This design comes from an exercise in tuning for small area, a short achievable clock period and few clock cycles per item on the open sky130 flow, not from production work. Where RTL was checked, it was by simulation tests only, not by an equivalence proof against the original.

## scr_engine
module scr_engine (
    input  wire        clk,
    input  wire        rst,
    input  wire        cfg_we,
    input  wire [3:0]  cfg_addr,
    input  wire [31:0] cfg_wdata,
    input  wire        in_valid,
    output reg         in_ready,
    input  wire [14:0] in_x,
    input  wire [17:0] in_y,
    input  wire [7:0]  in_value,
    input  wire [1:0]  in_tag,
    input  wire [1:0]  in_fmt,
    output reg         tone_re,
    output wire [10:0] tone_addr0,
    output wire [10:0] tone_addr1,
    input  wire [15:0] tone_rdata0,
    input  wire [15:0] tone_rdata1,
    output reg         tile_re,
    output reg  [17:0] tile_addr,
    input  wire [15:0] tile_rdata,
    output reg         out_valid,
    output reg  [3:0]  out_code,
    output reg  [11:0] out_tone,
    output reg  [7:0]  out_base,
    output reg  [7:0]  out_slope
);
    localparam R      = 3;                   
    localparam MAIN_N = (18 + R - 1) / R;    
    localparam PRE_N  = (8 + R - 1) / R;     
    localparam MW     = MAIN_N * R;
    localparam PW     = PRE_N * R;
    reg        q_we;                 
    reg [3:0]  q_addr;
    reg [31:0] q_wdata;
    reg        q_rst;                
    always @(posedge clk) begin
        q_rst   <= rst;
        q_we    <= cfg_we & ~rst;
        q_addr  <= cfg_addr;
  ...
Settings: LEC_CHECK=0, ABC_AREA=1, CAP_MARGIN=20, CORE_MARGIN=2, CORE_UTILIZATION=60, CTS_BUF_LIST=sky130_fd_sc_hd__clkbuf_16, CTS_CLUSTER_DIAMETER=90, CTS_CLUSTER_SIZE=28, SLEW_MARGIN=20; clock period 110.0 ns.
standard.sh (not shown) runs the stock make flow with config.mk's settings and CLKGATE_MAP_FILE= SYNTH_SCRIPT=/design/flow/synth_recipe.tcl, a recipe that flattens the netlist after the stock synthesis.
==> flow/flow/run.sh <==
#!/bin/bash
# The standard layout (standard.sh, all steps), except that the buffers
# placed on the input and output ports are buf_2 cells instead of the slow
# delay buffer buffer_ports picks by default. Each port still gets its own
# buffer; the clock, constraints and everything else are unchanged.
set -e
export BUFFER_PORTS_ARGS="-buffer_cell sky130_fd_sc_hd__buf_2"
bash standard.sh > standard.log 2>&1
Change:
--- a/flow/design.v
+++ b/flow/design.v
@@ -219,26 +219,26 @@
             b_job <= ld_fgm_a;
         end else begin
             b_job <= ld_fgm_b;
         end
         if (!b_pend) begin
             b_fg     <= ~a_hit;
             b_ps     <= a_ps;
             b_bt     <= {tone_bank, a_tag};
             b_i      <= a_u[15:8];
             b_i1     <= a_u[15:8] + 8'd1;
             b_f      <= a_ps ? {4'd0, ps_map[4*a_j +: 4]} : a_u[7:0];
             b_k      <= a_k;
-            tone_re  <= a_v & ~a_ps;
         end
+        tone_re  <= b_pend | (a_v & ~a_ps);
         if (!b_pend && a_v && !a_ps)
             b_bt1    <= {tone_bank, a_tag};
     end
     assign tone_addr0 = {b_bt, b_i};
     assign tone_addr1 = {b_bt1, b_i1};
     wire a_v_n   = in_ready | (a_v & ~a_go);
     wire b_pend_n = b_pend ? ~ld_fgm_b : (a_fg & ~ld_fgm_a);
     always @(posedge clk) begin
         in_ready <= rst | ~(a_v_n & b_pend_n);
     end
     always @(posedge clk) begin
         if (q_rst || q_we) begin
@@ -299,27 +299,24 @@
             e_fgp <= e_fgp & ~fgp_done;
             e_bgm <= bgm_keep & ~bgm_done;
             e_bgp <= bgp_keep & ~bgp_done;
         end
         if (e_load) begin
             e_pre <= l_pre;
             e_cnt <= 3'd0;
             e_k   <= l_k;
             e_yy  <= {{(MW-18){1'b0}}, l_yy[17:0]};
             e_as  <= {{(MW-17){1'b0}}, l_as};
             e_rem <= {7'd0, l_yy[18] & ~l_th1};
             e_r   <= (l_yy[18] & l_th1 & ~l_pre) ? shift[l_k] : 8'd0;
-        end else if (e_pre) begin
-            e_cnt <= e_cnt + 3'd1;
-            e_r   <= r_c[R];
         end else begin
             e_cnt <= e_cnt + 3'd1;
             e_yy  <= e_yy << R;
             e_as  <= e_as << R;
             e_rem <= rem_c[R];
             e_r   <= r_c[R];
         end
     end
     reg        p1_v, p1_fg, p1_ps;
     reg [1:0]  p1_k;
     reg [7:0]  p1_f;
     reg        p2_v, p2_fg, p2_ps;
=> Sequential share of layout area goes down by 0.30 points; wire length goes down by 2.0%; cell area goes down by 0.78%; clock-buffer cell count goes up by 1; die area goes down by 0.78%; flip-flop and latch count stays the same.
No run of this note included a check of the RTL's function; only the layout flow was run.


## the reference run
scr_engine, a different RTL version from the one above (not shown whole).
Size: roughly 6000 cells after synthesis, roughly 210 I/O pins, ~0.054 mm2 of cells after synthesis.
clock: 110.0 ns
lec_check: 0
abc_area: 1
cap_margin: 20
core_margin: 2
core_utilization: 70
cts_buf_list: sky130_fd_sc_hd__clkbuf_16
cts_cluster_diameter: 90
cts_cluster_size: 28
slew_margin: 20
Scripts as last shown in full above: flow/flow/run.sh
Modified inputs, the trial run compared to the reference run
-- flow/design.v --
<<< the reference run, line 414
    end
    wire signed [13:0] p9_d    = $signed({2'b00, p9_T}) - $signed({2'b00, p9_B, 4'b0000});
    wire [20:0]        p9_rmp  = p9_d[11:0] * p9_S + 21'd128;
    wire [12:0]        p9_c    = p9_rmp[20:8];
    wire [3:0]         p9_code = (p9_d <= 14'sd0) ? 4'd0
                               : (p9_c > 13'd15) ? 4'd15 : p9_c[3:0];
    always @(posedge clk) begin
        if (rst) out_valid <= 1'b0;
>>> the trial run, line 414
    end
    wire signed [13:0] p9_d    = $signed({2'b00, p9_T}) - $signed({2'b00, p9_B, 4'b0000});
    wire [11:0]        p9_dd   = p9_d[11:0];
    wire [14:0]        p9_t [0:7];
    wire [7:0]         p9_h;
    genvar gs;
    generate
        for (gs = 0; gs < 8; gs = gs + 1) begin : rmp
            wire [11:0] rowl = p9_dd << gs;
            assign p9_t[gs] = p9_S[gs] ? {3'd0, rowl} : 15'd0;
            if (gs == 0) begin : h0
                assign p9_h[gs] = 1'b0;
            end else begin : hn
                assign p9_h[gs] = p9_S[gs] & (|p9_dd[11:12-gs]);
            end
        end
    endgenerate
    wire [14:0]        p9_lo   = p9_t[0] + p9_t[1] + p9_t[2] + p9_t[3]
                               + p9_t[4] + p9_t[5] + p9_t[6] + p9_t[7];
    wire [14:0]        p9_rnd  = p9_lo + 15'd128;
    wire               p9_sat  = (|p9_h) | (p9_lo >= 15'd3968);
    wire [3:0]         p9_code = (p9_d <= 14'sd0) ? 4'd0
                               : p9_sat ? 4'd15 : p9_rnd[11:8];
    always @(posedge clk) begin
        if (rst) out_valid <= 1'b0;
The trial run vs the reference run: final period demand of the worst path down. Diff the reference run -> the trial run: clock skew barely changed; global routing usage on met1 now sits higher; met2 usage went down; fraction of area in multi-input gates now sits lower; synthesized cell count down about 3%.
No functional check of the RTL was part of any run of this note.


Another version of the RTL of scr_engine (not shown whole).
Size: roughly 210 I/O pins.
export LEC_CHECK = 0
export ABC_AREA = 1
export CAP_MARGIN = 20
export CORE_MARGIN = 2
export CORE_UTILIZATION = 70
export CTS_BUF_LIST = sky130_fd_sc_hd__clkbuf_16
export CTS_CLUSTER_DIAMETER = 90
export CTS_CLUSTER_SIZE = 28
export SLEW_MARGIN = 20
create_clock -name core_clock -period 110.0 [get_ports {clk}]
Scripts as last shown in full above: flow/flow/run.sh
Testbench counts at the start, summed over its fixed seeds: cycles 31,609, items 30,805.
Edit:
--- a/flow/design.v
+++ b/flow/design.v
@@ -190,26 +190,26 @@
     wire [1:0] k_m     = want_x[0] ? 2'd0 : want_x[1] ? 2'd1 : want_x[2] ? 2'd2 : 2'd3;
     wire [1:0] k_p     = dirty_x[0] ? 2'd0 : dirty_x[1] ? 2'd1 : dirty_x[2] ? 2'd2 : 2'd3;
     wire       e_load  = ld_fgm_a | ld_fgp_a | ld_fgm_b | ld_fgp_b | st_bgm | st_bgp;
     wire [15:0] hx_d   = a_take ? {1'b0, a_x} + 16'd1 : hx;
     wire [1:0]  l_k  = (ld_fgm_a | ld_fgp_a) ? a_k : (ld_fgm_b | ld_fgp_b) ? b_k : st_bgm ? k_m : k_p;
     wire [17:0] l_y  = ld_fgm_a ? a_y : hy;
     wire [15:0] l_x  = ld_fgm_a ? {1'b0, a_x} : ld_fgm_b ? hx - 16'd1 : hx_d;
     wire [18:0] l_yy = l_y + ph_y[l_k];
     wire [16:0] l_as = l_x + ph_x[l_k];
     wire        l_pre = ld_fgp_a | ld_fgp_b | st_bgp;
     wire a_free = ~a_v | ~b_pend;
+    wire a_v_n  = a_free ? in_valid : a_v;
     always @(posedge clk) begin
-        if (rst)           a_v <= 1'b0;
-        else if (in_ready) a_v <= in_valid;
-        else if (a_go)     a_v <= 1'b0;
+        if (rst) a_v <= 1'b0;
+        else     a_v <= a_v_n;
         if (a_free) begin
             a_x   <= in_x;
             a_y   <= in_y;
             a_val <= in_value;
             a_tag <= in_tag;
             a_fmt <= in_fmt;
         end
     end
     always @(posedge clk) begin
         if (rst) begin
             b_v   <= 1'b0;
@@ -227,23 +227,22 @@
             b_i      <= a_u[15:8];
             b_i1     <= a_u[15:8] + 8'd1;
             b_f      <= a_ps ? {4'd0, ps_map[4*a_j +: 4]} : a_u[7:0];
             b_k      <= a_k;
         end
         tone_re  <= b_pend | (a_v & ~a_ps);
         if (!b_pend && a_v && !a_ps)
             b_bt1    <= {tone_bank, a_tag};
     end
     assign tone_addr0 = {b_bt, b_i};
     assign tone_addr1 = {b_bt1, b_i1};
-    wire a_v_n   = in_ready | (a_v & ~a_go);
     wire b_pend_n = b_pend ? ~ld_fgm_b : (a_fg & ~ld_fgm_a);
     always @(posedge clk) begin
         in_ready <= rst | ~(a_v_n & b_pend_n);
     end
     always @(posedge clk) begin
         if (q_rst || q_we) begin
             hv <= 4'd0;
         end else begin
             if (a_take && !a_line) begin
                 hy <= a_y;
                 hv <= 4'd1 << a_k;
Worst setup slack is better by 0.079 ns.
Utilization went down by 0.20 points.
Routed wire length went down by 1.3%.
Die area hardly moves.
Final cell count barely changes.
Flip-flop and latch count stays the same.
Via count went down by 0.44%.
Non-clock buffer count went down by 3.
Sequential share of layout area hardly moves.
The RTL of the second run of this note was laid out without a check of its function.

-- separate check: timing with driven ports --
How much do the figures lean on ideal ports? The routed layouts below were timed once more, with nothing changed but the port constraints. Step 1 assumes that a clkbuf_16 drives the clock port and a buf_2 every other input. Step 2, shift: input delay + t, output delay - t, t = (earliest + latest rising clock arrival at the registers) / 2. This alone moves slack from input paths to output paths. Three values: ideal, step 1, step 2; two values: the first two.
| run | shift t [ns] | setup slack, ns | latest minus earliest clock arrival (ns) | worst data-port slew with drivers (ns) |
|---|---|---|---|---|
| the first run of note 1 | 0.742 | 86.584 / 86.508 / 87.194 | 0.057 / 0.058 | 0.05 |
| the second run of note 1 | 0.726 | 86.640 / 86.568 / 87.172 | 0.030 / 0.030 | 0.06 |
| the reference run | 0.691 | 86.695 / 86.624 / 87.143 | 0.038 / 0.037 | 0.05 |
| the trial run | 0.687 | 86.700 / 86.630 / 87.207 | 0.033 / 0.032 | 0.04 |
| the first run of note 3 | 0.697 | 86.738 / 86.669 / 87.188 | 0.040 / 0.039 | 0.04 |
| the second run of note 3 | 0.697 | 86.817 / 86.746 / 87.284 | 0.050 / 0.050 | 0.09 |
After both steps setup and hold are still met in every run listed.
